Context: an optimization exercise on an open-source flow, tuned for small area and a short achievable clock period. The choices shown serve that exercise and are no tape-out recipe. In this exercise RTL edits were held to simulation tests only and were not proved equivalent to the original. Power is estimated from default activity; no workload was simulated.

==> design/flow/design.v <==
module ecc_rmw (
    input  wire        clk,
    input  wire        rst,           
    input  wire        in_valid,
    input  wire [71:0] in_rd_cw,      
    input  wire [63:0] in_wdata,      
    input  wire [7:0]  in_wmask,      
    input  wire [7:0]  in_wpar,       
    output reg         out_valid,
    output reg  [63:0] out_rdata,     
    output reg  [7:0]  out_rpar,      
    output reg  [7:0]  out_syndrome,  
    output reg         out_sbe,       
    output reg         out_ded,       
    output reg  [71:0] out_wr_cw,     
    output reg         out_poison     
);
    localparam [511:0] HCOL = 512'hf8c73e3d3b372f1fe0d0c8c4c2c1b0a8a4a2a1989492918c8a898685837068646261585452514c4a49464543383432312c2a292625231c1a191615130e0d0b07;
    localparam [7:0] POISON_MASK = 8'h03;
    integer k;
    wire in_syn_t0 = in_rd_cw[56] ^ in_rd_cw[60];
    wire in_syn_t1 = in_rd_cw[57] ^ in_rd_cw[61];
    wire in_syn_t2 = in_rd_cw[58] ^ in_rd_cw[59];
    wire in_syn_t3 = in_rd_cw[22] ^ in_rd_cw[62];
    wire in_syn_t4 = in_rd_cw[49] ^ in_rd_cw[63];
    wire in_syn_t5 = in_rd_cw[14] ^ in_syn_t1;
    wire in_syn_t6 = in_rd_cw[2] ^ in_syn_t0;
    wire in_syn_t7 = in_rd_cw[17] ^ in_syn_t2;
    wire in_syn_t8 = in_rd_cw[12] ^ in_rd_cw[37];
    wire in_syn_t9 = in_rd_cw[7] ^ in_rd_cw[9];
    wire in_syn_t10 = in_rd_cw[33] ^ in_rd_cw[53];
    wire in_syn_t11 = in_rd_cw[5] ^ in_rd_cw[16];
    wire in_syn_t12 = in_rd_cw[24] ^ in_rd_cw[63];
    wire in_syn_t13 = in_rd_cw[28] ^ in_rd_cw[54];
    wire in_syn_t14 = in_rd_cw[31] ^ in_rd_cw[55];
    wire in_syn_t15 = in_rd_cw[11] ^ in_rd_cw[15];
    wire in_syn_t16 = in_rd_cw[19] ^ in_rd_cw[48];
    wire in_syn_t17 = in_rd_cw[4] ^ in_rd_cw[20];
    wire in_syn_t18 = in_rd_cw[40] ^ in_rd_cw[43];
    wire in_syn_t19 = in_rd_cw[8] ^ in_rd_cw[29];
    wire in_syn_t20 = in_rd_cw[39] ^ in_rd_cw[46];
    wire in_syn_t21 = in_rd_cw[50] ^ in_rd_cw[62];
    wire in_syn_t22 = in_rd_cw[25] ^ in_rd_cw[52];
    wire in_syn_t23 = in_rd_cw[27] ^ in_rd_cw[34];
    wire in_syn_t24 = in_rd_cw[45] ^ in_rd_cw[47];
    wire in_syn_t25 = in_rd_cw[42] ^ in_rd_cw[51];
    wire in_syn_t26 = in_rd_cw[0] ^ in_rd_cw[36];
    wire in_syn_t27 = in_rd_cw[13] ^ in_rd_cw[23];
    wire in_syn_t28 = in_rd_cw[35] ^ in_rd_cw[38];
    wire in_syn_t29 = in_rd_cw[21] ^ in_rd_cw[26];
    wire in_syn_t30 = in_rd_cw[1] ^ in_rd_cw[10];
    wire in_syn_t31 = in_rd_cw[18] ^ in_rd_cw[32];
    wire in_syn_t32 = in_rd_cw[41] ^ in_rd_cw[44];
    wire in_syn_t33 = in_rd_cw[3] ^ in_rd_cw[6];
    wire in_syn_t34 = in_syn_t10 ^ in_syn_t12;
    wire in_syn_t35 = in_syn_t15 ^ in_syn_t31;
    wire in_syn_t36 = in_syn_t4 ^ in_syn_t24;
    wire in_syn_t37 = in_syn_t3 ^ in_syn_t22;
    wire in_syn_t38 = in_syn_t21 ^ in_syn_t28;
    wire in_syn_t39 = in_rd_cw[30] ^ in_syn_t29;
    wire in_syn_t40 = in_syn_t13 ^ in_syn_t23;
    wire in_syn_t41 = in_syn_t20 ^ in_syn_t25;
    wire in_syn_t42 = in_syn_t17 ^ in_syn_t30;
    wire in_syn_t43 = in_syn_t8 ^ in_syn_t33;
    wire in_syn_t44 = in_syn_t9 ^ in_syn_t19;
    wire in_syn_t45 = in_rd_cw[7] ^ in_rd_cw[11];
    wire in_syn_t46 = in_rd_cw[41] ^ in_rd_cw[45];
    wire in_syn_t47 = in_rd_cw[57] ^ in_rd_cw[64];
    wire in_syn_t48 = in_syn_t2 ^ in_syn_t11;
    wire in_syn_t49 = in_syn_t26 ^ in_syn_t27;
    wire in_syn_t50 = in_syn_t45 ^ in_syn_t46;
    wire in_syn_t51 = in_syn_t47 ^ in_syn_t6;
    wire in_syn_t52 = in_syn_t38 ^ in_syn_t39;
    wire in_syn_t53 = in_syn_t42 ^ in_syn_t48;
    wire in_syn_t54 = in_syn_t49 ^ in_syn_t50;
    wire in_syn_t55 = in_syn_t51 ^ in_syn_t52;
    wire in_syn_t56 = in_syn_t53 ^ in_syn_t54;
    wire in_syn_t57 = in_syn_t55 ^ in_syn_t56;
    wire in_syn_t58 = in_rd_cw[0] ^ in_rd_cw[8];
    wire in_syn_t59 = in_rd_cw[24] ^ in_rd_cw[27];
    wire in_syn_t60 = in_rd_cw[31] ^ in_rd_cw[35];
    wire in_syn_t61 = in_rd_cw[56] ^ in_rd_cw[65];
    wire in_syn_t62 = in_syn_t3 ^ in_syn_t58;
    wire in_syn_t63 = in_syn_t59 ^ in_syn_t60;
    wire in_syn_t64 = in_syn_t61 ^ in_syn_t5;
    wire in_syn_t65 = in_syn_t7 ^ in_syn_t41;
    wire in_syn_t66 = in_syn_t42 ^ in_syn_t43;
    wire in_syn_t67 = in_syn_t62 ^ in_syn_t63;
    wire in_syn_t68 = in_syn_t64 ^ in_syn_t65;
    wire in_syn_t69 = in_syn_t66 ^ in_syn_t67;
    wire in_syn_t70 = in_syn_t68 ^ in_syn_t69;
    wire in_syn_t71 = in_rd_cw[5] ^ in_rd_cw[9];
    wire in_syn_t72 = in_rd_cw[21] ^ in_rd_cw[28];
    wire in_syn_t73 = in_rd_cw[47] ^ in_rd_cw[58];
    wire in_syn_t74 = in_rd_cw[66] ^ in_syn_t1;
    wire in_syn_t75 = in_syn_t18 ^ in_syn_t26;
    wire in_syn_t76 = in_syn_t71 ^ in_syn_t72;
    wire in_syn_t77 = in_syn_t73 ^ in_syn_t6;
    wire in_syn_t78 = in_syn_t35 ^ in_syn_t37;
    wire in_syn_t79 = in_syn_t43 ^ in_syn_t74;
    wire in_syn_t80 = in_syn_t75 ^ in_syn_t76;
    wire in_syn_t81 = in_syn_t77 ^ in_syn_t78;
    wire in_syn_t82 = in_syn_t79 ^ in_syn_t80;
    wire in_syn_t83 = in_syn_t81 ^ in_syn_t82;
    wire in_syn_t84 = in_rd_cw[1] ^ in_rd_cw[3];
    wire in_syn_t85 = in_rd_cw[15] ^ in_rd_cw[25];
    wire in_syn_t86 = in_rd_cw[38] ^ in_rd_cw[39];
    wire in_syn_t87 = in_rd_cw[40] ^ in_rd_cw[44];
    wire in_syn_t88 = in_rd_cw[59] ^ in_rd_cw[67];
    wire in_syn_t89 = in_syn_t16 ^ in_syn_t27;
    wire in_syn_t90 = in_syn_t84 ^ in_syn_t85;
    wire in_syn_t91 = in_syn_t86 ^ in_syn_t87;
    wire in_syn_t92 = in_syn_t88 ^ in_syn_t5;
    wire in_syn_t93 = in_syn_t6 ^ in_syn_t34;
    wire in_syn_t94 = in_syn_t44 ^ in_syn_t89;
    wire in_syn_t95 = in_syn_t90 ^ in_syn_t91;
    wire in_syn_t96 = in_syn_t92 ^ in_syn_t93;
    wire in_syn_t97 = in_syn_t94 ^ in_syn_t95;
    wire in_syn_t98 = in_syn_t96 ^ in_syn_t97;
    wire in_syn_t99 = in_rd_cw[4] ^ in_rd_cw[6];
    wire in_syn_t100 = in_rd_cw[18] ^ in_rd_cw[19];
    wire in_syn_t101 = in_rd_cw[26] ^ in_rd_cw[42];
    wire in_syn_t102 = in_rd_cw[43] ^ in_rd_cw[61];
    wire in_syn_t103 = in_rd_cw[68] ^ in_syn_t0;
    wire in_syn_t104 = in_syn_t4 ^ in_syn_t11;
    wire in_syn_t105 = in_syn_t32 ^ in_syn_t99;
    wire in_syn_t106 = in_syn_t100 ^ in_syn_t101;
    wire in_syn_t107 = in_syn_t102 ^ in_syn_t7;
    wire in_syn_t108 = in_syn_t40 ^ in_syn_t44;
    wire in_syn_t109 = in_syn_t103 ^ in_syn_t104;
    wire in_syn_t110 = in_syn_t105 ^ in_syn_t106;
    wire in_syn_t111 = in_syn_t107 ^ in_syn_t108;
    wire in_syn_t112 = in_syn_t109 ^ in_syn_t110;
    wire in_syn_t113 = in_syn_t111 ^ in_syn_t112;
    wire in_syn_t114 = in_rd_cw[10] ^ in_rd_cw[12];
    wire in_syn_t115 = in_rd_cw[13] ^ in_rd_cw[16];
    wire in_syn_t116 = in_rd_cw[30] ^ in_rd_cw[33];
    wire in_syn_t117 = in_rd_cw[34] ^ in_rd_cw[46];
    wire in_syn_t118 = in_rd_cw[60] ^ in_rd_cw[69];
    wire in_syn_t119 = in_syn_t14 ^ in_syn_t16;
    wire in_syn_t120 = in_syn_t114 ^ in_syn_t115;
    wire in_syn_t121 = in_syn_t116 ^ in_syn_t117;
    wire in_syn_t122 = in_syn_t118 ^ in_syn_t5;
    wire in_syn_t123 = in_syn_t7 ^ in_syn_t35;
    wire in_syn_t124 = in_syn_t36 ^ in_syn_t119;
    wire in_syn_t125 = in_syn_t120 ^ in_syn_t121;
    wire in_syn_t126 = in_syn_t122 ^ in_syn_t123;
    wire in_syn_t127 = in_syn_t124 ^ in_syn_t125;
    wire in_syn_t128 = in_syn_t126 ^ in_syn_t127;
    wire in_syn_t129 = in_rd_cw[20] ^ in_rd_cw[23];
    wire in_syn_t130 = in_rd_cw[29] ^ in_rd_cw[32];
    wire in_syn_t131 = in_rd_cw[50] ^ in_rd_cw[51];
    wire in_syn_t132 = in_rd_cw[70] ^ in_syn_t14;
    wire in_syn_t133 = in_syn_t129 ^ in_syn_t130;
    wire in_syn_t134 = in_syn_t131 ^ in_syn_t34;
    wire in_syn_t135 = in_syn_t37 ^ in_syn_t39;
    wire in_syn_t136 = in_syn_t40 ^ in_syn_t132;
    wire in_syn_t137 = in_syn_t133 ^ in_syn_t134;
    wire in_syn_t138 = in_syn_t135 ^ in_syn_t136;
    wire in_syn_t139 = in_syn_t137 ^ in_syn_t138;
    wire in_syn_t140 = in_rd_cw[36] ^ in_rd_cw[37];
    wire in_syn_t141 = in_rd_cw[48] ^ in_rd_cw[52];
    wire in_syn_t142 = in_rd_cw[53] ^ in_rd_cw[54];
    wire in_syn_t143 = in_rd_cw[55] ^ in_rd_cw[71];
    wire in_syn_t144 = in_syn_t18 ^ in_syn_t32;
    wire in_syn_t145 = in_syn_t140 ^ in_syn_t141;
    wire in_syn_t146 = in_syn_t142 ^ in_syn_t143;
    wire in_syn_t147 = in_syn_t36 ^ in_syn_t38;
    wire in_syn_t148 = in_syn_t41 ^ in_syn_t144;
    wire in_syn_t149 = in_syn_t145 ^ in_syn_t146;
    wire in_syn_t150 = in_syn_t147 ^ in_syn_t148;
    wire in_syn_t151 = in_syn_t149 ^ in_syn_t150;
    wire [7:0] in_syn = {in_syn_t151, in_syn_t139, in_syn_t128, in_syn_t113, in_syn_t98, in_syn_t83, in_syn_t70, in_syn_t57};
    reg [63:0] in_premerged;
    always @(*) begin
        for (k = 0; k < 8; k = k + 1)
            in_premerged[8*k +: 8] = in_wmask[k] ? in_wdata[8*k +: 8] : in_rd_cw[8*k +: 8];
    end
    reg [7:0] in_wpar_err;
    always @(*) begin
        for (k = 0; k < 8; k = k + 1)
            in_wpar_err[k] = in_wmask[k] && ((^in_wdata[8*k +: 8]) == in_wpar[k]);
    end
    reg        s0_valid;
    reg [63:0] s0_rd_data;
    reg [7:0]  s0_syn;
    reg [63:0] s0_premerged;
    reg [7:0]  s0_wmask;
    reg        s0_wpar_err;
    always @(posedge clk) begin
        if (rst) begin
            s0_valid <= 1'b0;
        end else begin
            s0_valid <= in_valid;
        end
        s0_rd_data  <= in_rd_cw[63:0];
        s0_syn      <= in_syn;
        s0_premerged <= in_premerged;
        s0_wmask    <= in_wmask;
        s0_wpar_err <= |in_wpar_err;
    end
    reg [15:0] syn_lo, syn_hi;
    always @(*) begin
        for (k = 0; k < 16; k = k + 1) begin
            syn_lo[k] = (s0_syn[3:0] == k);
            syn_hi[k] = (s0_syn[7:4] == k);
        end
    end
    reg [63:0] flip_data;
    reg [7:0]  flip_check;
    reg [7:0]  flip_byte;    
    always @(*) begin
        for (k = 0; k < 64; k = k + 1)
            flip_data[k] = syn_lo[HCOL[8*k +: 4]] & syn_hi[HCOL[8*k+4 +: 4]];
        for (k = 0; k < 8; k = k + 1) begin
            flip_check[k] = (s0_syn == (8'h01 << k));
            flip_byte[k]  = |flip_data[8*k +: 8];
        end
    end
    wire sbe = (|flip_byte) | (|flip_check);
    wire ded = (s0_syn != 8'h00) && !sbe;
    wire [63:0] corr_data = s0_rd_data ^ flip_data;
    reg [7:0] corr_par;
    always @(*) begin
        for (k = 0; k < 8; k = k + 1)
            corr_par[k] = ~^s0_rd_data[8*k +: 8] ^ flip_byte[k];
    end
    reg [63:0] merged;
    reg [63:0] premerged;
    reg [7:0]  kept_flip;    
    always @(*) begin
        for (k = 0; k < 8; k = k + 1) begin
            premerged[8*k +: 8] = s0_premerged[8*k +: 8];
            merged[8*k +: 8]    = s0_premerged[8*k +: 8] ^ (s0_wmask[k] ? 8'h00 : flip_data[8*k +: 8]);
            kept_flip[k]        = !s0_wmask[k] && flip_byte[k];
        end
    end
    wire need_read = (s0_wmask != 8'hff);
    wire poison    = (need_read && ded) || s0_wpar_err;
    wire pm_check_t0 = premerged[56] ^ premerged[58];
    wire pm_check_t1 = premerged[59] ^ premerged[60];
    wire pm_check_t2 = premerged[57] ^ premerged[61];
    wire pm_check_t3 = premerged[35] ^ premerged[62];
    wire pm_check_t4 = premerged[53] ^ premerged[63];
    wire pm_check_t5 = premerged[12] ^ pm_check_t2;
    wire pm_check_t6 = premerged[0] ^ pm_check_t0;
    wire pm_check_t7 = premerged[7] ^ pm_check_t1;
    wire pm_check_t8 = premerged[39] ^ premerged[42];
    wire pm_check_t9 = premerged[1] ^ premerged[24];
    wire pm_check_t10 = premerged[17] ^ premerged[34];
    wire pm_check_t11 = premerged[10] ^ premerged[30];
    wire pm_check_t12 = premerged[15] ^ premerged[18];
    wire pm_check_t13 = premerged[48] ^ premerged[49];
    wire pm_check_t14 = premerged[14] ^ premerged[33];
    wire pm_check_t15 = premerged[27] ^ premerged[31];
    wire pm_check_t16 = premerged[16] ^ premerged[63];
    wire pm_check_t17 = premerged[25] ^ premerged[40];
    wire pm_check_t18 = premerged[52] ^ premerged[62];
    wire pm_check_t19 = premerged[4] ^ premerged[5];
    wire pm_check_t20 = premerged[38] ^ premerged[45];
    wire pm_check_t21 = premerged[50] ^ premerged[55];
    wire pm_check_t22 = premerged[36] ^ premerged[41];
    wire pm_check_t23 = premerged[23] ^ premerged[26];
    wire pm_check_t24 = premerged[9] ^ premerged[43];
    wire pm_check_t25 = premerged[21] ^ premerged[22];
    wire pm_check_t26 = premerged[8] ^ premerged[29];
    wire pm_check_t27 = premerged[6] ^ premerged[28];
    wire pm_check_t28 = premerged[2] ^ premerged[3];
    wire pm_check_t29 = premerged[19] ^ premerged[44];
    wire pm_check_t30 = premerged[11] ^ premerged[47];
    wire pm_check_t31 = premerged[51] ^ premerged[54];
    wire pm_check_t32 = premerged[37] ^ premerged[46];
    wire pm_check_t33 = pm_check_t4 ^ pm_check_t21;
    wire pm_check_t34 = premerged[32] ^ pm_check_t30;
    wire pm_check_t35 = premerged[20] ^ pm_check_t15;
    wire pm_check_t36 = premerged[13] ^ pm_check_t14;
    wire pm_check_t37 = pm_check_t3 ^ pm_check_t22;
    wire pm_check_t38 = pm_check_t26 ^ pm_check_t29;
    wire pm_check_t39 = pm_check_t18 ^ pm_check_t25;
    wire pm_check_t40 = pm_check_t24 ^ pm_check_t27;
    wire pm_check_t41 = pm_check_t8 ^ pm_check_t32;
    wire pm_check_t42 = pm_check_t10 ^ pm_check_t16;
    wire pm_check_t43 = pm_check_t17 ^ pm_check_t28;
    wire pm_check_t44 = pm_check_t12 ^ pm_check_t34;
    wire pm_check_t45 = pm_check_t5 ^ pm_check_t6;
    wire pm_check_t46 = pm_check_t31 ^ pm_check_t33;
    wire pm_check_t47 = pm_check_t7 ^ pm_check_t38;
    wire pm_check_t48 = pm_check_t20 ^ pm_check_t37;
    wire pm_check_t49 = premerged[1] ^ premerged[2];
    wire pm_check_t50 = premerged[11] ^ premerged[13];
    wire pm_check_t51 = premerged[16] ^ premerged[20];
    wire pm_check_t52 = premerged[21] ^ premerged[50];
    wire pm_check_t53 = premerged[57] ^ pm_check_t11;
    wire pm_check_t54 = pm_check_t19 ^ pm_check_t23;
    wire pm_check_t55 = pm_check_t49 ^ pm_check_t50;
    wire pm_check_t56 = pm_check_t51 ^ pm_check_t52;
    wire pm_check_t57 = pm_check_t6 ^ pm_check_t7;
    wire pm_check_t58 = pm_check_t53 ^ pm_check_t54;
    wire pm_check_t59 = pm_check_t55 ^ pm_check_t56;
    wire pm_check_t60 = pm_check_t48 ^ pm_check_t57;
    wire pm_check_t61 = pm_check_t58 ^ pm_check_t59;
    wire pm_check_t62 = pm_check_t60 ^ pm_check_t61;
    wire pm_check_t63 = premerged[3] ^ premerged[4];
    wire pm_check_t64 = premerged[6] ^ premerged[8];
    wire pm_check_t65 = premerged[10] ^ premerged[14];
    wire pm_check_t66 = premerged[17] ^ premerged[22];
    wire pm_check_t67 = premerged[51] ^ premerged[59];
    wire pm_check_t68 = pm_check_t3 ^ pm_check_t9;
    wire pm_check_t69 = pm_check_t63 ^ pm_check_t64;
    wire pm_check_t70 = pm_check_t65 ^ pm_check_t66;
    wire pm_check_t71 = pm_check_t67 ^ pm_check_t35;
    wire pm_check_t72 = pm_check_t41 ^ pm_check_t68;
    wire pm_check_t73 = pm_check_t69 ^ pm_check_t70;
    wire pm_check_t74 = pm_check_t45 ^ pm_check_t71;
    wire pm_check_t75 = pm_check_t72 ^ pm_check_t73;
    wire pm_check_t76 = pm_check_t74 ^ pm_check_t75;
    wire pm_check_t77 = premerged[5] ^ premerged[36];
    wire pm_check_t78 = premerged[37] ^ premerged[60];
    wire pm_check_t79 = pm_check_t77 ^ pm_check_t78;
    wire pm_check_t80 = pm_check_t39 ^ pm_check_t40;
    wire pm_check_t81 = pm_check_t43 ^ pm_check_t79;
    wire pm_check_t82 = pm_check_t44 ^ pm_check_t45;
    wire pm_check_t83 = pm_check_t80 ^ pm_check_t81;
    wire pm_check_t84 = pm_check_t82 ^ pm_check_t83;
    wire pm_check_t85 = premerged[9] ^ premerged[15];
    wire pm_check_t86 = premerged[23] ^ premerged[38];
    wire pm_check_t87 = premerged[39] ^ premerged[48];
    wire pm_check_t88 = premerged[56] ^ pm_check_t2;
    wire pm_check_t89 = pm_check_t4 ^ pm_check_t9;
    wire pm_check_t90 = pm_check_t85 ^ pm_check_t86;
    wire pm_check_t91 = pm_check_t87 ^ pm_check_t36;
    wire pm_check_t92 = pm_check_t43 ^ pm_check_t88;
    wire pm_check_t93 = pm_check_t89 ^ pm_check_t90;
    wire pm_check_t94 = pm_check_t47 ^ pm_check_t91;
    wire pm_check_t95 = pm_check_t92 ^ pm_check_t93;
    wire pm_check_t96 = pm_check_t94 ^ pm_check_t95;
    wire pm_check_t97 = premerged[18] ^ premerged[26];
    wire pm_check_t98 = premerged[27] ^ premerged[41];
    wire pm_check_t99 = premerged[42] ^ premerged[49];
    wire pm_check_t100 = premerged[54] ^ premerged[61];
    wire pm_check_t101 = pm_check_t0 ^ pm_check_t19;
    wire pm_check_t102 = pm_check_t97 ^ pm_check_t98;
    wire pm_check_t103 = pm_check_t99 ^ pm_check_t100;
    wire pm_check_t104 = pm_check_t40 ^ pm_check_t42;
    wire pm_check_t105 = pm_check_t101 ^ pm_check_t102;
    wire pm_check_t106 = pm_check_t103 ^ pm_check_t47;
    wire pm_check_t107 = pm_check_t104 ^ pm_check_t105;
    wire pm_check_t108 = pm_check_t106 ^ pm_check_t107;
    wire pm_check_t109 = premerged[19] ^ premerged[31];
    wire pm_check_t110 = premerged[45] ^ premerged[46];
    wire pm_check_t111 = premerged[55] ^ premerged[58];
    wire pm_check_t112 = pm_check_t1 ^ pm_check_t11;
    wire pm_check_t113 = pm_check_t13 ^ pm_check_t109;
    wire pm_check_t114 = pm_check_t110 ^ pm_check_t111;
    wire pm_check_t115 = pm_check_t5 ^ pm_check_t36;
    wire pm_check_t116 = pm_check_t42 ^ pm_check_t112;
    wire pm_check_t117 = pm_check_t113 ^ pm_check_t114;
    wire pm_check_t118 = pm_check_t44 ^ pm_check_t115;
    wire pm_check_t119 = pm_check_t116 ^ pm_check_t117;
    wire pm_check_t120 = pm_check_t118 ^ pm_check_t119;
    wire pm_check_t121 = premerged[24] ^ premerged[25];
    wire pm_check_t122 = premerged[28] ^ premerged[29];
    wire pm_check_t123 = premerged[30] ^ premerged[32];
    wire pm_check_t124 = premerged[33] ^ premerged[34];
    wire pm_check_t125 = pm_check_t23 ^ pm_check_t121;
    wire pm_check_t126 = pm_check_t122 ^ pm_check_t123;
    wire pm_check_t127 = pm_check_t124 ^ pm_check_t35;
    wire pm_check_t128 = pm_check_t39 ^ pm_check_t125;
    wire pm_check_t129 = pm_check_t126 ^ pm_check_t46;
    wire pm_check_t130 = pm_check_t127 ^ pm_check_t128;
    wire pm_check_t131 = pm_check_t129 ^ pm_check_t130;
    wire pm_check_t132 = premerged[40] ^ premerged[43];
    wire pm_check_t133 = premerged[44] ^ premerged[47];
    wire pm_check_t134 = premerged[52] ^ pm_check_t13;
    wire pm_check_t135 = pm_check_t132 ^ pm_check_t133;
    wire pm_check_t136 = pm_check_t41 ^ pm_check_t134;
    wire pm_check_t137 = pm_check_t135 ^ pm_check_t46;
    wire pm_check_t138 = pm_check_t48 ^ pm_check_t136;
    wire pm_check_t139 = pm_check_t137 ^ pm_check_t138;
    wire [7:0] pm_check = {pm_check_t139, pm_check_t131, pm_check_t120, pm_check_t108, pm_check_t96, pm_check_t84, pm_check_t76, pm_check_t62};
    wire [7:0] pm_check_corr = pm_check ^ s0_syn;
    wire [7:0] new_check = ((|kept_flip) ? pm_check_corr : pm_check)
                         ^ (poison ? POISON_MASK : 8'h00);
    always @(posedge clk) begin
        if (rst) begin
            out_valid <= 1'b0;
        end else begin
            out_valid <= s0_valid;
        end
        out_rdata    <= corr_data;
        out_rpar     <= corr_par;
        out_syndrome <= s0_syn;
        out_sbe      <= sbe;
        out_ded      <= ded;
        out_wr_cw    <= {new_check, merged};
        out_poison   <= poison;
    end
endmodule
==> design/flow/flow/run.sh <==
#!/bin/bash
# Standard layout with plain port buffers, no CTS dummy loads.
set -euo pipefail
export BUFFER_PORTS_ARGS="-buffer_cell sky130_fd_sc_hd__buf_2"
export CTS_ARGS="-sink_clustering_enable -repair_clock_nets -dont_use_dummy_load"
bash standard.sh > standard.log 2>&1
==> design/flow/standard.sh <==
#!/bin/bash
# synth_recipe.tcl (not shown) runs the flow's synth.tcl, then flattens the netlist and writes it again
# the make line also repeats each setting of config.mk as NAME=value (left out here)
make -C /OpenROAD-flow-scripts/flow DESIGN_CONFIG=/design/flow/config.mk WORK_HOME=/design/flow/orfs CLKGATE_MAP_FILE= SYNTH_SCRIPT=/design/flow/synth_recipe.tcl "${@:-finish}"
==> design/flow/config.mk <==
export PLATFORM = sky130hd
export DESIGN_NAME = ecc_rmw
export DESIGN_NICKNAME = ecc_rmw
export VERILOG_FILES = /design/flow/design.v
export SDC_FILE = /design/flow/constraint.sdc
export NUM_CORES = 4
export LEC_CHECK = 0
export ABC_AREA = 1
export CAP_MARGIN = 20
export CORE_MARGIN = 2
export CORE_UTILIZATION = 40
export SETUP_SLACK_MARGIN = 3.15
export SLEW_MARGIN = 20
==> design/flow/constraint.sdc <==
create_clock -name core_clock -period 5.5 [get_ports {clk}]
set_input_delay 1.1000 -clock core_clock [delete_from_list [all_inputs] [get_ports {clk}]]
set_output_delay 1.1000 -clock core_clock [all_outputs]
set_load 0.01 [all_outputs]
==> results.txt, run 1 <==
- Pre-CTS WS: between 2 and 3 ns
- Number of synthesized register bits: 302
- CP max stage delay: 0.28 ns
- Fin crit period: about 2.3 ns
- Endpoints failing setup: 0
- Hold Crit Depth: 2
- Fin. Hold Viols: 0
- WS Path Type: input port to register
- Post-synthesis sequential area ratio: 0.4327
- Die area: 36440 µm²
- # DRC: 0
- Stages on the worst setup path: 9
- R2R depth: 15
- CTS tree: yes
- Final Skew: between 0.02 and 0.025 ns
- Pin count of the biggest net entering global routing: 15
- Syn nets: between 1500 and 2000
- Global-route met2 utilization: 0.4328
- Die X-Extent: 190.9 µm
- Worst Setup Start Kind: input port
- Max FO, Critical Path: 2
- Die Ht: ~190 µm
- Vias per cell: approximately 4.8
- Top Family by Delay on Critical Path: simple AND/OR/NAND/NOR gates
- HP Class: register to register
- First-pass GRT wire length: approximately 70000 µm
- Synthesized area: roughly 14000 µm²
- Reg2reg end: out_wr_cw[65]
- Worst R2R Start: s0_syn[2]
- Post-Syn Instances: 1558
- Clk root buf: clkbuf_16
- DP HPWL: between 40000 and 50000 µm
- Clock Sinks: approximately 300
- Port Buffer Count: 310
- GPL Wtd Cong: ~0.93
- Static Leak: 0.007779 µW
- Crit path top cell by count: xnor2_1
- Critical-path cell list: buf_2, xnor2_1, xnor2_1, xnor2_1, or2_2, nand3_1, o21ai_0, nor2_1, nand2_1
- Max-Cap Viols: 0
- Crit path capture type: register
- Hold path startpoint: s0_valid
- Max-slew violation count: 0
- Syn avg cell area: 8.967 µm²
- # rows: 68
- Final period util: 0.4133
- Initial Utilization: 0.4054
- Top Ports: about 310
- Yosys warns: 1
- Fmax: between 400 and 500 MHz
- Most used routing layer in global routing: met2
- Routed Antenna Nets: 0
- Met3 Usage GRT: 0.04480
- Arrival time at the worst endpoint: about 2.7 ns
- Post-route setup slack: around 3.2 ns
- Gr usage total: 0.2671
- GRT met1 Usage: 0.3521
- Slowest cell on the critical path: nor2_1
- H-tree depth: 1
- Worst VDD drop: 289.5 µV
- Share of layout cells above drive strength 1: 0.2453
- DR iter-0 viols: between 600 and 700
- Initial antenna violation count: 3
- Clock slew at reported path FFs: about 0.05 ns
- Number of buffers created by CTS: 31
- WL/cell: between 20 and 25 µm
- R2R setup slack: around 3.3 ns
- DRT Wirelength: slightly below 50000 µm
- Status: timing/DRC/antenna clean
- WP data required: about 5.9 ns
- RSZ-0062 raised after global routing: yes
- Hold path endpoint: out_valid
- Post-synth cell types: 24
- Setup TNS: 0 ns
- Nets: 2036
- Via count: ~11000
- Core area: about 34000 µm²
- Grt total ovfl: 0
- Worst skew pair latency: 0.57 ns
- Area growth, synth to finish: 21.41%
- Slew at the pin with the worst max-slew slack: between 0.5 and 0.6 ns
- DRT Pass-1 Iters: 5
- Slew HR: 0.6625
- Final cell utilization of the core: 0.4923
- Vias in the first global route: roughly 11000
- Pwr dens: 411.0 nW/µm²
- Critical path buffer and inverter count: 1
- CTS Buffer Depth: 3
## power breakdown
| part | internal [µW] | leakage (µW) | switching (µW) |
|---|---|---|---|
| Combinational | 918 | 0.00485 | 1480 |
| Clock | 978 | 0.000382 | 806 |
| Sequential | 2510 | 0.00255 | 283 |
## worst min-delay path, cell delays in order, from the launching register on
cell	delay [ns]
dfxtp_1	0.29
inv_1	0.04
nor2_1	0.03
## through the flow
| stage | total power, µW | instances | hold slack (ns) | cell area, µm² |
|---|---|---|---|---|
| 2_1_floorplan | 4248 | 1558 | 0.3258 | 13970 |
| 3_3_place_gp | 5069 | 2302 | 0.3942 | 16000 |
| 3_5_place_dp | 5075 | 2302 | 0.4053 | 16000 |
| 4_1_cts | 6893 | 2333 | 0.4147 | 16840 |
| 5_1_grt | 7312 | 2334 | 0.4303 | 16960 |
| 6_report | 6972 | 2336 | 0.4096 | 16960 |
## cells in the mapped netlist
cell type | n | area, µm²
nand2_1 | 369 | 1385
xnor2_1 | 345 | 3022
dfxtp_1 | 302 | 6046
xor2_1 | 182 | 1594
nor2_1 | 134 | 503.0
inv_1 | 76 | 285.3
mux2_2 | 59 | 664.4
nand3_1 | 23 | 115.1
clkbuf_1 | 15 | 56.30
o21ai_0 | 14 | 70.07
nor2_2 | 8 | 50.05
inv_2 | 6 | 22.52
or2_2 | 6 | 37.54
buf_2 | 5 | 25.02
a21oi_1 | 2 | 10.01
nand3b_1 | 2 | 15.01
nor3_1 | 2 | 10.01
nor4_1 | 2 | 12.51
a21o_1 | 1 | 7.510
buf_6 | 1 | 11.26
nand2_2 | 1 | 6.260
nand3_2 | 1 | 10.01
nand4_1 | 1 | 6.260
o22ai_1 | 1 | 6.260
## registers in the layout (all words and copies together) (netlist names)
register and count:
out_rdata 64, out_poison 1, out_valid 1, s0_valid 1
s0_premerged 64, out_sbe 1, out_rpar 8, out_wr_cw 72
out_ded 1, s0_wmask 8, s0_wpar_err 1, s0_rd_data 64
s0_syn 8, out_syndrome 8
## kinds of logic (layout without fill, tap and decap cells)
| logic type | Yosys count | after routing | share of synthesized area |
|---|---|---|---|
| simple gates | 549 | 549 | 0.1540 |
| mux | 59 | 59 | 0.04756 |
| other cells | 0 | 2 | 0 |
| xor+xnor | 527 | 527 | 0.3304 |
| buf+inv | 103 | 424 | 0.02866 |
| flops | 302 | 302 | 0.4327 |
| compound gates | 18 | 18 | 0.006718 |
## per-layer routing
metal	wire, µm	vias up
met5	15	-
li1	-	5368
met3	3378	106
met4	2100	2
met1	21400	5255
met2	22500	414
## worst max path at each step
stage | slack (ns) | start | end
after CTS | 3.14 | s0_syn[5] | out_wr_cw[65]
after global placement | 2.66 | in_wdata[52] | s0_wpar_err
after detailed placement | 2.66 | in_wdata[49] | s0_wpar_err
final | 3.23 | in_wdata[49] | s0_wpar_err
after global routing | 3.15 | s0_syn[3] | out_wr_cw[64]
after floorplan | 3.28 | in_rd_cw[59] | s0_syn[5]
## final cells by class
type	instances	area, µm²
well taps	455	569.3
repair buffers	311	1559
inverters	82	310.3
multi-input cells	1153	7677
clock buffers	31	775.7
fillers	3325	17500
diodes	2	5.005
flip-flops and latches	302	6066
## cell usage in the layout (no fill, tap or decap), types with 13 or more instances in the layout
| cell type | synthesis | layout |
|---|---|---|
| clkbuf_16 | 0 | 31 |
| nor2_1 | 134 | 120 |
| mux2_2 | 59 | 59 |
| xnor2_1 | 345 | 345 |
| nand2_2 | 1 | 13 |
| buf_2 | 5 | 310 |
| inv_1 | 76 | 76 |
| xor2_1 | 182 | 182 |
| nand2_1 | 369 | 354 |
| dfxtp_1 | 302 | 294 |
| o21ai_0 | 14 | 14 |
| nand3_1 | 23 | 23 |
## repair_timing
action	CTS	global route
endpoints found under the setup margin	9	8
hold endpoints to repair	0	0
pin swaps	1	2
setup buffers	0	1
hold buffers	0	0
gates resized for setup	22	36
==> inputs of run 2 (changes only) <==
--- a/design/flow/config.mk
+++ b/design/flow/config.mk
@@ -9,5 +9,5 @@
 export CAP_MARGIN = 20
 export CORE_MARGIN = 2
 export CORE_UTILIZATION = 40
-export SETUP_SLACK_MARGIN = 3.15
+export SETUP_SLACK_MARGIN = 3.2
 export SLEW_MARGIN = 20
==> run 2 against run 1 <==
Against the previous run: final cell count is the same; global-route usage is essentially flat; flip-flop and latch count is the same; first-iteration DRC count shrank 2.2%; synthesized cell count is the same; die area is the same; non-clock buffer count grew 2; critical path depth shrank 3; combinational power is essentially flat; register-to-register slack gained 0.05 ns; critical path type unchanged; largest cell class unchanged; largest power group unchanged.
==> results.txt, run 2 <==
- Worst skew pair latency: 0.57 ns (about the same)
- Syn avg cell area: 8.967 µm² (unchanged)
- Area growth, synth to finish: 22.13%
- Post-synth EDFFs: 0 (unchanged)
- Gr usage total: 0.2672 (about the same)
- Stages on the worst setup path: 6 (-3)
- Core area: 34460 µm² (unchanged)
- Post-synth cell types: 24 (unchanged)
- Max-slew violation count: 0 (unchanged)
- Cell taking the most area after synthesis: dfxtp_1
- Post-route setup slack: 3.290 ns (+0.06300 ns)
- Syn nets: 1713 (unchanged)
- R2R depth: 16 (+1)
- HP Class: register to register
- Yosys top cell area share: 0.4327 (unchanged)
- Post-synthesis sequential area ratio: 0.4327 (unchanged)
- Die area: 36440 µm² (unchanged)
- Max-Cap Viols: 0 (unchanged)
- Max FO, Critical Path: 4 (+2)
- Placed Instance Area: 16000 µm² (unchanged)
- # DRC: 0 (unchanged)
- Clock share of power: 0.254 (-0.002)
- Worst VDD drop: 288.9 µV (-0.20%)
- Arrival time at the worst endpoint: 2.66 ns (-0.05 ns)
- Top-count cell post-synth: nand2_1
- Clk root buf: clkbuf_16
- Sw frac: 0.3698 (+0.001344)
- Predominant post-synthesis flop cell: dfxtp_1
- Critical path buffer and inverter count: 1 (unchanged)
- Yosys warns: 1 (unchanged)
- Cell Int Power: 4422 µW (+0.42%)
- Pwr dens: 411.2 nW/µm² (about the same)
- Synthesized area: 13970 µm² (unchanged)
- Fin crit period: 2.210 ns (-0.06300 ns)
- Port Buffer Count: 310 (unchanged)
- CP startpoint: in_rd_cw[59]
- GPL Wtd Cong: 0.9326 (unchanged)
- DR iter-0 viols: 672 (-2.2%)
- R2R setup slack: 3.31 ns (+0.05 ns)
- Worst R2R Start: s0_syn[1]
- WL/cell: 21.18 µm (+0.17%)
- Via count: 11087 (-0.52%)
- Vias in the first global route: 11154 (+0.027%)
- Top Ports: 311 (unchanged)
- Fin. Hold Viols: 0 (unchanged)
- CTS tree: yes
- Top Family by Delay on Critical Path: XOR/XNOR gates
- Sw Pwr: 2595 µW (+1.0%)
- WP data required: 5.95 ns (about the same)
- Top cells by count, synth: nand2_1 (369), xnor2_1 (345), dfxtp_1 (302)
- CTS Buffer Depth: 3 (unchanged)
- Crit path capture type: register
- Post-Syn Instances: 1558 (unchanged)
- Critical path endpoint: s0_syn[1]
- Worst Setup Start Kind: input port
- First-pass GRT wire length: 70520 µm (about the same)
- Endpoints failing setup: 0 (unchanged)
- Status: timing/DRC/antenna clean
- # rows: 68 (unchanged)
- Most common cell after layout, fill and taps aside: xnor2_1
- Flop pwr share: 0.399 (about the same)
- WS Path Type: input port to register
- Cell area after layout: 17060 µm² (+0.59%)
- Initial antenna violation count: 3 (unchanged)
- Critical-path cell list: buf_2, xnor2_1, xor2_1, xnor2_1, xor2_1, xor2_1
- Static Leak: 0.007812 µW (+0.42%)
- Grt total ovfl: 0 (unchanged)
- Share of layout cells above drive strength 1: 0.2589 (+0.01356)
- Clock slew at reported path FFs: 0.06 ns (about the same)
- Setup TNS: 0 ns (unchanged)
- Hold buffer count at cts: 0 (unchanged)
- H-tree depth: 1 (unchanged)
- N_diodes: 0 (-2)
- Slew at the pin with the worst max-slew slack: 0.4990 ns (-0.003573 ns)
- Pre-CTS WS: 2.659 ns (unchanged)
- CP max stage delay: 0.44 ns (+0.16 ns)
- Vias per cell: 4.746 (-0.52%)
- Final Skew: 0.02610 ns (+0.002114 ns)
- Clock Sinks: 302 (unchanged)
- DRT Pass-1 Iters: 6 (+1)
- Routed Antenna Nets: 0 (unchanged)
- Combinational share of power: 0.347 (+0.003)
- Crit path top cell by count: xor2_1
- Reg2reg end: out_wr_cw[65]
- Synth async-reset ratio: 0 (unchanged)
- Top reg by flops: out_wr_cw
- DP HPWL: 41410 µm (unchanged)
- DRT Wirelength: 49480 µm (+0.17%)
- Nets: 2038 (+0.098%)
- Die Ht: 190.9 µm (unchanged)
- Largest register FFs: 72 (unchanged)
- Slowest cell on the critical path: xor2_1
- RSZ-0062 raised after global routing: no
- Initial Utilization: 0.4054 (unchanged)
- Slew HR: 0.6649 (+0.002399)
- Ranking of synthesized cells by area: dfxtp_1 (43%), xnor2_1 (22%), xor2_1 (11%), nand2_1 (9.9%), mux2_2 (4.8%)
- Commonest non-fill, non-tap cells in the layout: xnor2_1 (344), nand2_1 (339), buf_2 (310), dfxtp_1 (294), xor2_1 (180)
- Pin count of the biggest net entering global routing: 15 (unchanged)
- Number of buffers created by CTS: 31 (unchanged)
- Die X-Extent: 190.9 µm (unchanged)
- Number of synthesized register bits: 302 (unchanged)
- Fmax: 452.5 MHz (+2.9%)
- Final period util: 0.4018 (-0.01145)
[run 2: cell counts after synthesis]
No cell type changed its count.
[run 2: through the flow]
stage | std cells | util | power, µW | hold slack, ns
finish | 2336 | 0.4952 | 7017 | 0.4096
global route | 2336 | 0.4952 | 7356 | 0.4276
CTS | 2333 | 0.4896 | 6919 | 0.4147
detailed placement | 2302 | 0.4643 | 5075 | 0.4053
global placement | 2302 | 0.4643 | 5069 | 0.3942
floorplan | 1558 | - | 4248 | 0.3258
[run 2: timing repair]
action	CTS	global route
buffers inserted	0	3
pin swaps	2	6
endpoints found under the setup margin	9	11
gates resized for setup	30	54
endpoints found under the hold margin	0	0
[run 2: routing by layer]
metal,track usage,share of wire,wire length (µm)
met5,0,0.00030,15
met4,0.1100,0.043,2105
met3,0.04480,0.064,3171
met2,0.4331,0.46,22560
met1,0.3521,0.44,21630
[run 2: cells by family after synthesis]
kind of cell | share of synthesized area
DFF | 0.4327
AOI/OAI and AO/OA | 0.006718
and+or+nand+nor | 0.1540
xor gates and xnor gates | 0.3304
muxes | 0.04756
buffers and inverters | 0.02866
[run 2: worst min path at each step]
stage | from | endpoint | slack (ns) | depth (start not counted)
6_report | s0_valid | out_valid | 0.41 | 2
5_1_grt | s0_syn[6] | out_syndrome[6] | 0.43 | 0
4_1_cts | s0_valid | out_valid | 0.41 | 2
3_5_place_dp | s0_valid | out_valid | 0.41 | 2
3_3_place_gp | s0_valid | out_valid | 0.39 | 2
2_1_floorplan | s0_syn[0] | out_syndrome[0] | 0.33 | 0
[run 2: worst register-to-register path, cell delays in order, from the launching register on]
cell     delay [ns]
dfxtp_4        0.38
inv_2          0.09
nand2_2        0.12
nor2_4         0.31
nand2_1        0.19
nand2_1        0.13
nor2_1         0.06
nand2_1        0.10
nand2_1        0.09
nand2_1        0.10
nor2_1         0.06
nand2_4        0.16
nand2_1        0.07
nand2_1        0.08
nand2_1        0.05
nand2_1        0.06
nand2_1        0.04
[run 2: final cells by class]
cell class                      instances  area, µm²
Fill cell                            3318      17400
Multi-Input combinational cell       1153       7752
Sequential cell                       302       6068
Timing Repair Buffer                  313       1587
Clock buffer                           31      775.7
Tap cell                              455      569.3
Inverter                               82      310.3
[run 2: power by group through the flow]
stage          Sequential, µW  Clock, µW  Combinational [µW]
2_1_floorplan            2780          0                1470
3_3_place_gp             2810          0                2260
3_5_place_dp             2810          0                2270
4_1_cts                  2770       1800                2340
5_1_grt                  2820       1890                2650
6_report                 2800       1780                2430
==> inputs of run 3 (changes only) <==
==> design/flow/flow/run.sh (replaced) <==
#!/bin/bash
# Standard layout with plain port buffers, no CTS dummy loads.
set -euo pipefail
export BUFFER_PORTS_ARGS="-buffer_cell sky130_fd_sc_hd__buf_2"
bash standard.sh > standard.log 2>&1
==> run 3 against run 2 <==
Against the previous run: area after synthesis unchanged; count of clock-buffer cells in the layout is 12 higher; highest routed layer unchanged; die area unchanged; flip-flop and latch count did not move; core utilization increased by 0.95 points; still clean; final area is 1.9% higher.
==> results.txt, run 3 <==
- Max FO, Critical Path: 4 (unchanged)
- Post-synth cell types: 24 (unchanged)
- Crit path capture type: register
- Endpoints failing setup: 0 (unchanged)
- Fin crit period: 2.254 ns (+0.04352 ns)
- Post-route setup slack: 3.246 ns (-0.04352 ns)
- Vias per cell: 4.726 (-0.43%)
- Top reg by flops: out_wr_cw
- Initial antenna violation count: 3 (unchanged)
- Synth async-reset ratio: 0 (unchanged)
- Number of buffers created by CTS: 31 (unchanged)
- CTS tree: yes
- DRT Pass-1 Iters: 5 (-1)
- Yosys top cell area share: 0.4327 (unchanged)
- CTS Buffer Depth: 3 (unchanged)
- Routed Antenna Nets: 0 (unchanged)
- Clock Sinks: 302 (unchanged)
- Syn nets: 1713 (unchanged)
- Die area: 36440 µm² (unchanged)
- Fin. Hold Viols: 0 (unchanged)
- Ranking of synthesized cells by area: dfxtp_1 (43%), xnor2_1 (22%), xor2_1 (11%), nand2_1 (9.9%), mux2_2 (4.8%)
- Post-synthesis sequential area ratio: 0.4327 (unchanged)
- Arrival time at the worst endpoint: 2.69 ns (+0.03 ns)
- Pwr dens: 429.0 nW/µm² (+4.3%)
- CP max stage delay: 0.39 ns (-0.05 ns)
- Combinational share of power: 0.329 (-0.018)
- Die X-Extent: 190.9 µm (unchanged)
- Cell taking the most area after synthesis: dfxtp_1
- Nets: 2041 (+0.15%)
- Non-Filler Instances: 2366 (+1.3%)
- Gr usage total: 0.2670 (about the same)
- Grt total ovfl: 0 (unchanged)
- Setup TNS: 0 ns (unchanged)
- Max-Cap Viols: 0 (unchanged)
- Sw frac: 0.3618 (-0.008008)
- Top Ports: 311 (unchanged)
- HP Class: register to register
- Critical-path cell list: buf_2, xnor2_1, xor2_1, xor2_1, xor2_1, xor2_1
- Core area: 34460 µm² (unchanged)
- RSZ-0062 raised after global routing: yes
- Hold buffer count at cts: 0 (unchanged)
- Slowest cell on the critical path: xor2_1
- Final Skew: 0.01082 ns (-0.01528 ns)
- Routed wl met2: 22570 µm (about the same)
- Commonest non-fill, non-tap cells in the layout: xnor2_1 (344), nand2_1 (340), buf_2 (310), dfxtp_1 (294), xor2_1 (181)
- Static Leak: 0.007972 µW (+2.0%)
- Synthesized area: 13970 µm² (unchanged)
- Top cells by count, synth: nand2_1 (369), xnor2_1 (345), dfxtp_1 (302)
- Flop pwr share: 0.375 (-0.024)
- Max-slew violation count: 0 (unchanged)
- Slew HR: 0.6638 (-0.001105)
- Top-count cell post-synth: nand2_1
- Cell Int Power: 4761 µW (+7.7%)
- Placed Instance Area: 16000 µm² (unchanged)
- Post-synth EDFFs: 0 (unchanged)
- Metal3 WL: 3403 µm (+7.3%)
- Port Buffer Count: 310 (unchanged)
- # rows: 68 (unchanged)
- DP Cell Count: 2302 (unchanged)
- WS Path Type: input port to register
- Worst skew pair latency: 0.56 ns (about the same)
- Yosys warns: 1 (unchanged)
- # DRC: 0 (unchanged)
- WL/cell: 20.88 µm (-1.4%)
- Clock share of power: 0.296 (+0.042)
- WP data required: 5.94 ns (about the same)
- Number of synthesized register bits: 302 (unchanged)
- Top sig layer: met5
- Pre-CTS WS: 2.659 ns (unchanged)
- DP HPWL: 41410 µm (unchanged)
- Die Ht: 190.9 µm (unchanged)
- Clock slew at reported path FFs: 0.07 ns (about the same)
- Slew at the pin with the worst max-slew slack: 0.5007 ns (+0.001645 ns)
- GPL Wtd Cong: 0.9326 (unchanged)
- First-pass GRT wire length: 70670 µm (+0.21%)
- DRT Wirelength: 49400 µm (-0.16%)
- Fmax: 443.7 MHz (-1.9%)
- Worst Setup Start Kind: input port
- Initial Utilization: 0.4054 (unchanged)
- Total Power: 7459 µW (+6.3%)
- Largest register FFs: 72 (unchanged)
- Worst VDD drop: 281.6 µV (-2.5%)
- DR iter-0 viols: 695 (+3.4%)
- Share of layout cells above drive strength 1: 0.2665 (+0.007587)
- H-tree depth: 1 (unchanged)
- Vias in the first global route: 11187 (+0.30%)
- Cell area after layout: 17390 µm² (+1.9%)
- Via count: 11181 (+0.85%)
- Area growth, synth to finish: 24.47%
- Status: timing/DRC/antenna clean
- Post-Syn Instances: 1558 (unchanged)
- Pin count of the biggest net entering global routing: 15 (unchanged)
- Most common cell after layout, fill and taps aside: xnor2_1
- Clk root buf: clkbuf_16
- Crit path top cell by count: xor2_1
- Predominant post-synthesis flop cell: dfxtp_1
- Sw Pwr: 2699 µW (+4.0%)
- Met1 WL: 21340 µm (-1.3%)
- Syn avg cell area: 8.967 µm² (unchanged)
- Final period util: 0.4098 (+0.007913)
==> run 3: final timing paths <==
path	start	endpoint	slack, ns	cells past startpoint
max	in_rd_cw[60]	s0_syn[3]	3.25	6
min	s0_valid	out_valid	0.41	2
min reg2reg	s0_valid	out_valid	0.41	2
max reg2reg	s0_syn[2]	out_wr_cw[65]	3.27	16
==> run 3: power by group through the flow <==
stage	clock [µW]	combinational [µW]	sequential, µW
after global placement	0	2260	2810
after global routing	2320	2670	2820
after floorplan	0	1470	2780
after detailed placement	0	2270	2810
final	2210	2450	2800
after CTS	2240	2340	2770
==> run 3: repair_timing <==
| action | in CTS | in global routing |
|---|---|---|
| pin swaps | 2 | 8 |
| endpoints found under the setup margin | 9 | 10 |
| resized for setup | 30 | 50 |
| setup buffers | 0 | 6 |
==> run 3: per-layer routing <==
layer  vias to the layer above  track usage
met1                      5264       0.3520
met2                       407       0.4338
met3                       100      0.04553
met5                         -            0
met4                         2       0.1064
li1                       5408            -
==> run 3: cell type report <==
type                    count  area (µm²)
well taps                 455       569.3
inverters                  82       310.3
multi-input cells        1153        7732
clock buffers              43       910.9
clock inverters            14       171.4
fillers                  3290       17070
diodes                      1       2.502
flip-flops and latches    302        6071
repair buffers            316        1622
==> run 3: worst max-delay path: cells and delay by family <==
kind,cells,cell delay (ns)
XOR/XNOR,5,1.45
buffers and inverters,1,0.14
==> run 3: through the flow <==
stage / hold WS, ns / util
after floorplan: 0.3258 / -
after global placement: 0.3942 / 0.4643
final: 0.4111 / 0.5046
after detailed placement: 0.4053 / 0.4643
after global routing: 0.4362 / 0.5046
after CTS: 0.4160 / 0.4985
==> run 3: logic make-up (layout without fill, tap and decap cells) <==
logic type      after synthesis  after routing  share of synthesized area
compound gates               18             18                   0.006718
xor+xnor                    527            527                     0.3304
buf+inv                     103            455                    0.02866
flops                       302            302                     0.4327
mux                          59             59                    0.04756
other cells                   0              1                          0
simple gates                549            549                     0.1540
==> inputs of run 4 (changes only) <==
==> design/flow/flow/run.sh (replaced) <==
#!/bin/bash
# Standard layout with plain port buffers, no CTS dummy loads.
set -euo pipefail
export BUFFER_PORTS_ARGS="-buffer_cell sky130_fd_sc_hd__buf_1"
export CTS_ARGS="-sink_clustering_enable -repair_clock_nets -dont_use_dummy_load"
bash standard.sh > standard.log 2>&1
==> run 4 against run 3 <==
Against the previous run: die area unchanged; largest cell class unchanged; hold slack got worse by 0.0054 ns; first-iteration DRC count increased by 1.3%; synthesized cell count unchanged; final area decreased by 3.7%.
==> results.txt, run 4 <==
- Fin crit period: 2.314 ns (+0.06055 ns)
- Clock share of power: 0.256 (-0.040)
- Pwr dens: 417.1 nW/µm² (-2.8%)
- Worst skew pair latency: 0.57 ns (about the same)
- GRT met1 Usage: 0.3503 (-0.001756)
- Top-count cell post-synth: nand2_1
- Arrival time at the worst endpoint: 2.76 ns (+0.07 ns)
- WL/cell: 20.96 µm (+0.36%)
- Ranking of synthesized cells by area: dfxtp_1 (43%), xnor2_1 (22%), xor2_1 (11%), nand2_1 (9.9%), mux2_2 (4.8%)
- Commonest non-fill, non-tap cells in the layout: xnor2_1 (343), nand2_1 (331), buf_1 (310), dfxtp_1 (294), xor2_1 (179)
- Most common cell after layout, fill and taps aside: xnor2_1
- R2R setup slack: 3.24 ns (-0.03 ns)
- DRT Pass-1 Iters: 5 (unchanged)
- Sw Pwr: 2628 µW (-2.6%)
- CTS Buffer Depth: 3 (unchanged)
- Number of buffers created by CTS: 31 (unchanged)
- Met3 Usage GRT: 0.04296 (-0.002570)
- Crit path capture type: register
- Top cells by count, synth: nand2_1 (369), xnor2_1 (345), dfxtp_1 (302)
- First-pass GRT wire length: 69560 µm (-1.6%)
- WS Path Type: input port to register
- Die Ht: 190.9 µm (unchanged)
- Post-Syn Instances: 1558 (unchanged)
- GPL Wtd Cong: 0.9487 (+1.7%)
- Syn avg cell area: 8.967 µm² (unchanged)
- Clk root buf: clkbuf_16
- # DRC: 0 (unchanged)
- Gr usage total: 0.2630 (-0.004019)
- Top reg by flops: out_wr_cw
- WP data required: 5.95 ns (about the same)
- Global-route met2 utilization: 0.4429 (+0.009058)
- Fin. Hold Viols: 0 (unchanged)
- Fill cell count: 3377 (+2.6%)
- DR iter-0 viols: 704 (+1.3%)
- Static Leak: 0.007019 µW (-12%)
- Die X-Extent: 190.9 µm (unchanged)
- Slew at the pin with the worst max-slew slack: 0.6576 ns (+0.1569 ns)
- Slew HR: 0.5616 (-0.1022)
- Hold WS: 0.4057 ns (-0.005384 ns)
- Share of layout cells above drive strength 1: 0.1024 (-0.1641)
- HP Class: register to register
- Synthesized area: 13970 µm² (unchanged)
- Endpoints failing setup: 0 (unchanged)
- Worst VDD drop: 297.3 µV (+5.6%)
- H-tree depth: 1 (unchanged)
- DRT Wirelength: 49080 µm (-0.66%)
- Clock Sinks: 302 (unchanged)
- Grt total ovfl: 0 (unchanged)
- Synth async-reset ratio: 0 (unchanged)
- # rows: 68 (unchanged)
- Most used routing layer in global routing: met2
- Worst Setup Start Kind: input port
- Max-slew violation count: 0 (unchanged)
- Post-synth EDFFs: 0 (unchanged)
- Pin count of the biggest net entering global routing: 16 (+1)
- Routed Antenna Nets: 0 (unchanged)
- Setup TNS: 0 ns (unchanged)
- Sw frac: 0.3762 (+0.01440)
- Max-Cap Viols: 0 (unchanged)
- Yosys top cell area share: 0.4327 (unchanged)
- Number of synthesized register bits: 302 (unchanged)
- Port Buffer Count: 310 (unchanged)
- Final Skew: 0.02389 ns (+0.01307 ns)
- Vias in the first global route: 11058 (-1.2%)
- CTS tree: yes
- Post-synthesis sequential area ratio: 0.4327 (unchanged)
- Clock slew at reported path FFs: 0.06 ns (about the same)
- Cell taking the most area after synthesis: dfxtp_1
- Via count: 11042 (-1.2%)
- DP HPWL: 40850 µm (-1.4%)
- Syn nets: 1713 (unchanged)
- Combinational share of power: 0.343 (+0.014)
- Initial Utilization: 0.4054 (unchanged)
- Status: timing/DRC/antenna clean
- Flop pwr share: 0.401 (+0.026)
- Largest register FFs: 72 (unchanged)
- Final period util: 0.4208 (+0.01101)
- Max FO, Critical Path: 4 (unchanged)
- Post-synth cell types: 24 (unchanged)
- Nets: 2042 (+0.049%)
- Predominant post-synthesis flop cell: dfxtp_1
- Cell Int Power: 4358 µW (-8.4%)
- Area growth, synth to finish: 19.90%
- Top Ports: 311 (unchanged)
- Core area: 34460 µm² (unchanged)
- Non-Filler Instances: 2342 (-1.0%)
- RSZ-0062 raised after global routing: yes
- Yosys warns: 1 (unchanged)
- Die area: 36440 µm² (unchanged)
- Fmax: 432.1 MHz (-2.6%)
- DP Cell Count: 2302 (unchanged)
- Initial antenna violation count: 2 (-1)
- Vias per cell: 4.715 (-0.23%)
[run 4: final cells by class]
cell class | instances | area [µm²] | area share
Multi-Input combinational cell | 1154 | 7816 | 0.4666
Sequential cell | 302 | 6066 | 0.3621
Timing Repair Buffer | 316 | 1209 | 0.07215
Clock buffer | 31 | 775.7 | 0.04631
Tap cell | 455 | 569.3 | 0.03399
Inverter | 82 | 310.3 | 0.01852
Antenna cell | 2 | 5.005 | 0.0002988
[run 4: metrics by stage]
stage | instance area, µm² | worst slack [ns] | total power [µW] | utilization
final | 16750 | 3.186 | 6987 | 0.4861
after floorplan | 13970 | 3.281 | 4248 | -
after detailed placement | 15610 | 2.571 | 5025 | 0.4531
after global placement | 15610 | 2.581 | 5022 | 0.4531
after global routing | 16750 | 3.163 | 7330 | 0.4860
after CTS | 16480 | 3.172 | 6871 | 0.4783
[run 4: cell families (layout without fill, tap and decap cells)]
logic type / count (synthesis) / in the layout / share of synthesized area
muxes: 59 / 59 / 0.04756
xor gates and xnor gates: 527 / 527 / 0.3304
other: 0 / 2 / 0
AOI/OAI and AO/OA: 18 / 18 / 0.006718
DFF: 302 / 302 / 0.4327
buffers and inverters: 103 / 429 / 0.02866
and+or+nand+nor: 549 / 550 / 0.1540
[run 4: power by group through the flow]
stage,Combinational (µW),Clock [µW],Sequential (µW)
2_1_floorplan,1470,0,2780
3_3_place_gp,2200,0,2820
3_5_place_dp,2210,0,2820
4_1_cts,2280,1820,2780
5_1_grt,2600,1900,2830
6_report,2390,1790,2800
[run 4: path summary, 6_finish.rpt]
path / from / to / cells after the start
setup reg to reg: s0_syn[3] / out_wr_cw[65] / 16
setup / recovery: in_rd_cw[37] / s0_syn[1] / 6
hold reg to reg: s0_valid / out_valid / 2
hold / removal: s0_valid / out_valid / 2
[run 4: worst max-delay path: stages]
cell and delay, ns:
buf_1 0.48, xor2_1 0.16, xnor2_1 0.36, xnor2_1 0.21, xnor2_1 0.17, xor2_1 0.29
[run 4: timing repair]
item | 4_1_cts | 5_1_grt
hold buffers | 0 | 0
gates resized for setup | 30 | 68
pin swaps | 1 | 10
setup endpoints to repair | 12 | 12
setup buffers | 0 | 6
gates cloned | 0 | 1
[run 4: per-layer routing]
metal | routed length (µm) | vias to the layer above
met1 | 21750 | 5205
met4 | 1098 | 0
met2 | 23100 | 389
met3 | 3133 | 71
li1 | - | 5377
met5 | 0 | -
==> inputs of run 5 (changes only) <==
--- a/design/flow/config.mk
+++ b/design/flow/config.mk
@@ -9,5 +9,5 @@
 export CAP_MARGIN = 20
 export CORE_MARGIN = 2
 export CORE_UTILIZATION = 40
-export SETUP_SLACK_MARGIN = 3.2
+export SETUP_SLACK_MARGIN = 3.3
 export SLEW_MARGIN = 20
==> run 5 against run 4 <==
Against the previous run: still clean; clock skew is 0.0017 ns lower; area after synthesis unchanged; non-clock buffer count up 5; setup slack improved by 0.13 ns; flip-flop and latch count did not move; critical endpoint is now s0_syn[0]; largest power group unchanged.
==> results.txt, run 5 <==
- Status: timing/DRC/antenna clean
- Crit path top cell by count: xnor2_1
- Commonest non-fill, non-tap cells in the layout: xnor2_1 (337), nand2_1 (315), buf_1 (285), dfxtp_1 (284), xor2_1 (179)
- # DRC: 0 (unchanged)
- DRT Wirelength: 49180 µm (+0.21%)
- Area growth, synth to finish: 21.63%
- Max-slew violation count: 0 (unchanged)
- Synthesized area: 13970 µm² (unchanged)
- Share of layout cells above drive strength 1: 0.1376 (+0.03518)
- Port Buffer Count: 310 (unchanged)
- Grt total ovfl: 0 (unchanged)
- DP Cell Count: 2302 (unchanged)
- Top cells by count, synth: nand2_1 (369), xnor2_1 (345), dfxtp_1 (302)
- Arrival time at the worst endpoint: 2.62 ns (-0.14 ns)
- Worst skew pair latency: 0.56 ns (about the same)
- Fin. Hold Viols: 0 (unchanged)
- Fin crit period: 2.186 ns (-0.1282 ns)
- Setup TNS: 0 ns (unchanged)
- Die Ht: 190.9 µm (unchanged)
- Pwr dens: 417.0 nW/µm² (about the same)
- Static Leak: 0.007208 µW (+2.7%)
- Fmax: 457.4 MHz (+5.9%)
- Synth async-reset ratio: 0 (unchanged)
- Worst VDD drop: 280.2 µV (-5.7%)
- Initial Utilization: 0.4054 (unchanged)
- Post-synth EDFFs: 0 (unchanged)
- H-tree depth: 1 (unchanged)
- Worst Setup Start Kind: input port
- DR iter-0 viols: 701 (-0.43%)
- Ranking of synthesized cells by area: dfxtp_1 (43%), xnor2_1 (22%), xor2_1 (11%), nand2_1 (9.9%), mux2_2 (4.8%)
- Critical path buffer and inverter count: 1 (unchanged)
- Crit path capture type: register
- Largest register FFs: 72 (unchanged)
- Slew at the pin with the worst max-slew slack: 0.7325 ns (+0.07490 ns)
- Number of buffers created by CTS: 31 (unchanged)
- R2R depth: 16 (unchanged)
- Pin count of the biggest net entering global routing: 16 (unchanged)
- Routed Antenna Nets: 0 (unchanged)
- Vias in the first global route: 11060 (+0.018%)
- WP data required: 5.93 ns (-0.02 ns)
- Worst R2R Start: s0_syn[1]
- R2R setup slack: 3.38 ns (+0.14 ns)
- Syn avg cell area: 8.967 µm² (unchanged)
- Post-Syn Instances: 1558 (unchanged)
- Syn nets: 1713 (unchanged)
- Clock Sinks: 302 (unchanged)
- Max FO, Critical Path: 4 (unchanged)
- Die X-Extent: 190.9 µm (unchanged)
- Slew HR: 0.5116 (-0.04993)
- Non-Filler Instances: 2347 (+0.21%)
- Post-synth cell types: 24 (unchanged)
- Yosys top cell area share: 0.4327 (unchanged)
- RSZ-0062 raised after global routing: yes
- First-pass GRT wire length: 70080 µm (+0.74%)
- Final period util: 0.3975 (-0.02330)
- WS Path Type: input port to register
- CTS tree: yes
- # rows: 68 (unchanged)
- Slowest cell on the critical path: buf_1
- Post-synthesis sequential area ratio: 0.4327 (unchanged)
- Via count: 11247 (+1.9%)
- Cell taking the most area after synthesis: dfxtp_1
- Top-count cell post-synth: nand2_1
- Vias per cell: 4.792 (+1.6%)
- Hold buffer count at cts: 0 (unchanged)
- Core area: 34460 µm² (unchanged)
- Reg2reg end: out_wr_cw[65]
- CTS Buffer Depth: 3 (unchanged)
- Placed Instance Area: 15630 µm² (+0.14%)
- Critical-path cell list: buf_1, xnor2_1, xnor2_1, xnor2_1, xor2_1, xor2_1
- Top Ports: 311 (unchanged)
- Gr usage total: 0.2648 (+0.001750)
- Most common cell after layout, fill and taps aside: xnor2_1
- Hold path startpoint: s0_valid
- Number of synthesized register bits: 302 (unchanged)
- Endpoints failing setup: 0 (unchanged)
- Clock slew at reported path FFs: 0.05 ns (about the same)
- Max-Cap Viols: 0 (unchanged)
- Hold path endpoint: out_valid
- Top reg by flops: out_wr_cw
- Final Skew: 0.02215 ns (-0.001737 ns)
- HP Class: register to register
- CP max stage delay: 0.33 ns (-0.15 ns)
- DP HPWL: 41380 µm (+1.3%)
- DRT Pass-1 Iters: 7 (+2)
- Fill cell count: 3381 (+0.12%)
- Die area: 36440 µm² (unchanged)
- Yosys warns: 1 (unchanged)
- GPL Wtd Cong: 0.9512 (+0.26%)
- Predominant post-synthesis flop cell: dfxtp_1
- Top Family by Delay on Critical Path: XOR/XNOR gates
- Nets: 2047 (+0.24%)
- Hold Crit Depth: 2 (unchanged)
- WL/cell: 20.96 µm (about the same)
- Cell area after layout: 16990 µm² (+1.4%)
- Clk root buf: clkbuf_16
- Initial antenna violation count: 3 (+1)
[run 5: cell types whose count changed in the layout (fill, tap and decap cells not counted), sizes merged]
cell	previous run	this run
buf	316	304
clkbuf	31	48
[run 5: how the worst max path moves through the flow]
stage	start	end	slack, ns	depth (start not counted)
floorplan	in_rd_cw[59]	s0_syn[5]	3.34	5
finish	in_rd_cw[62]	s0_syn[0]	3.31	6
CTS	s0_syn[3]	out_wr_cw[65]	3.29	16
detailed placement	in_rd_cw[37]	s0_syn[2]	2.62	6
global route	s0_syn[1]	out_wr_cw[65]	3.28	16
global placement	in_rd_cw[37]	s0_syn[2]	2.59	6
[run 5: power breakdown]
part / internal, µW / leakage [µW] / total [µW] / switching [µW]
Sequential: 2520 / 0.00255 / 2820 / 299
Combinational: 925 / 0.00428 / 2500 / 1570
Clock: 978 / 0.000382 / 1770 / 789
[run 5: cell type report]
cell class,instances,area [µm²],area share
Antenna cell,2,5.005,0.0002945
Clock buffer,31,775.7,0.04565
Inverter,82,307.8,0.01811
Multi-Input combinational cell,1154,7956,0.4682
Sequential cell,302,6088,0.3583
Tap cell,455,569.3,0.03350
Timing Repair Buffer,321,1290,0.07592
[run 5: logic make-up (layout without fill, tap and decap cells)]
group,after synthesis,in the layout,synth area share
AO/OA/AOI/OAI,18,18,0.006718
flip-flops,302,302,0.4327
buffers and inverters,103,434,0.02866
AND/OR/NAND/NOR,549,550,0.1540
multiplexers,59,59,0.04756
other,0,2,0
XOR/XNOR,527,527,0.3304
[run 5: tightest hold or removal path: cells and delay by family (launching register included)]
| family | cells | cell delay (ns) |
|---|---|---|
| simple gates | 1 | 0.03 |
| buf+inv | 1 | 0.04 |
| flops | 1 | 0.30 |
[run 5: what timing repair did]
item	4_1_cts	5_1_grt
endpoints found under the setup margin	20	29
pin swaps	1	14
setup buffers	0	11
gates cloned	0	1
hold endpoints to repair	0	0
resized for setup	45	123
[run 5: metal layers]
metal,up-vias,wire length (µm),global-route usage
met5,-,0,0
met4,0,1706,0.08646
met3,88,3710,0.04516
met2,426,22910,0.4353
met1,5342,20860,0.3521
li1,5391,-,-
[run 5: stage by stage]
step / hold slack [ns] / total power (µW) / util / setup WS (ns)
2_1_floorplan: 0.3258 / 4250 / - / 3.341
3_3_place_gp: 0.3940 / 5032 / 0.4537 / 2.592
3_5_place_dp: 0.4002 / 5037 / 0.4537 / 2.615
4_1_cts: 0.4149 / 6872 / 0.4795 / 3.290
5_1_grt: 0.4302 / 7418 / 0.4930 / 3.283
6_report: 0.4111 / 7086 / 0.4931 / 3.314

==> re-timing with driven ports <==
The flow's constraints put no driver on any port. The routed layouts listed below were extracted and timed again, unchanged, in two steps. Step 1, drivers: a clkbuf_16 drives clk and a buf_2 each remaining input, both assumed. Step 2 times the ports against the registers' clock, not the clock port: input delays grow and output delays shrink by t, the midpoint of the rising clock arrivals with the driver on. Three values: ideal, step 1, step 2; two values: the first two.
run | t, ns | setup slack, ns | worst hold slack (ns) | worst slew at a driven data input, ns | cell pins on the clock port's net
run 1 | 0.605 | 3.227 / 3.249 / 2.653 | 0.410 / 0.410 / 0.410 | 0.06 | 1
run 2 | 0.607 | 3.290 / 3.242 / 2.714 | 0.410 / 0.410 / 0.410 | 0.06 | 1
run 3 | 0.609 | 3.246 / 3.247 / 2.672 | 0.411 / 0.411 / 0.411 | 0.07 | 1
run 4 | 0.614 | 3.186 / 3.214 / 2.602 | 0.406 / 0.406 / 0.406 | 0.08 | 1
run 5 | 0.608 | 3.314 / 3.268 / 2.733 | 0.411 / 0.411 / 0.411 | 0.07 | 1
After both steps every run listed still meets setup and hold. The setup slack of run 4, which loses most, moves by +0.028 ns with the drivers and by -0.584 ns with both steps.
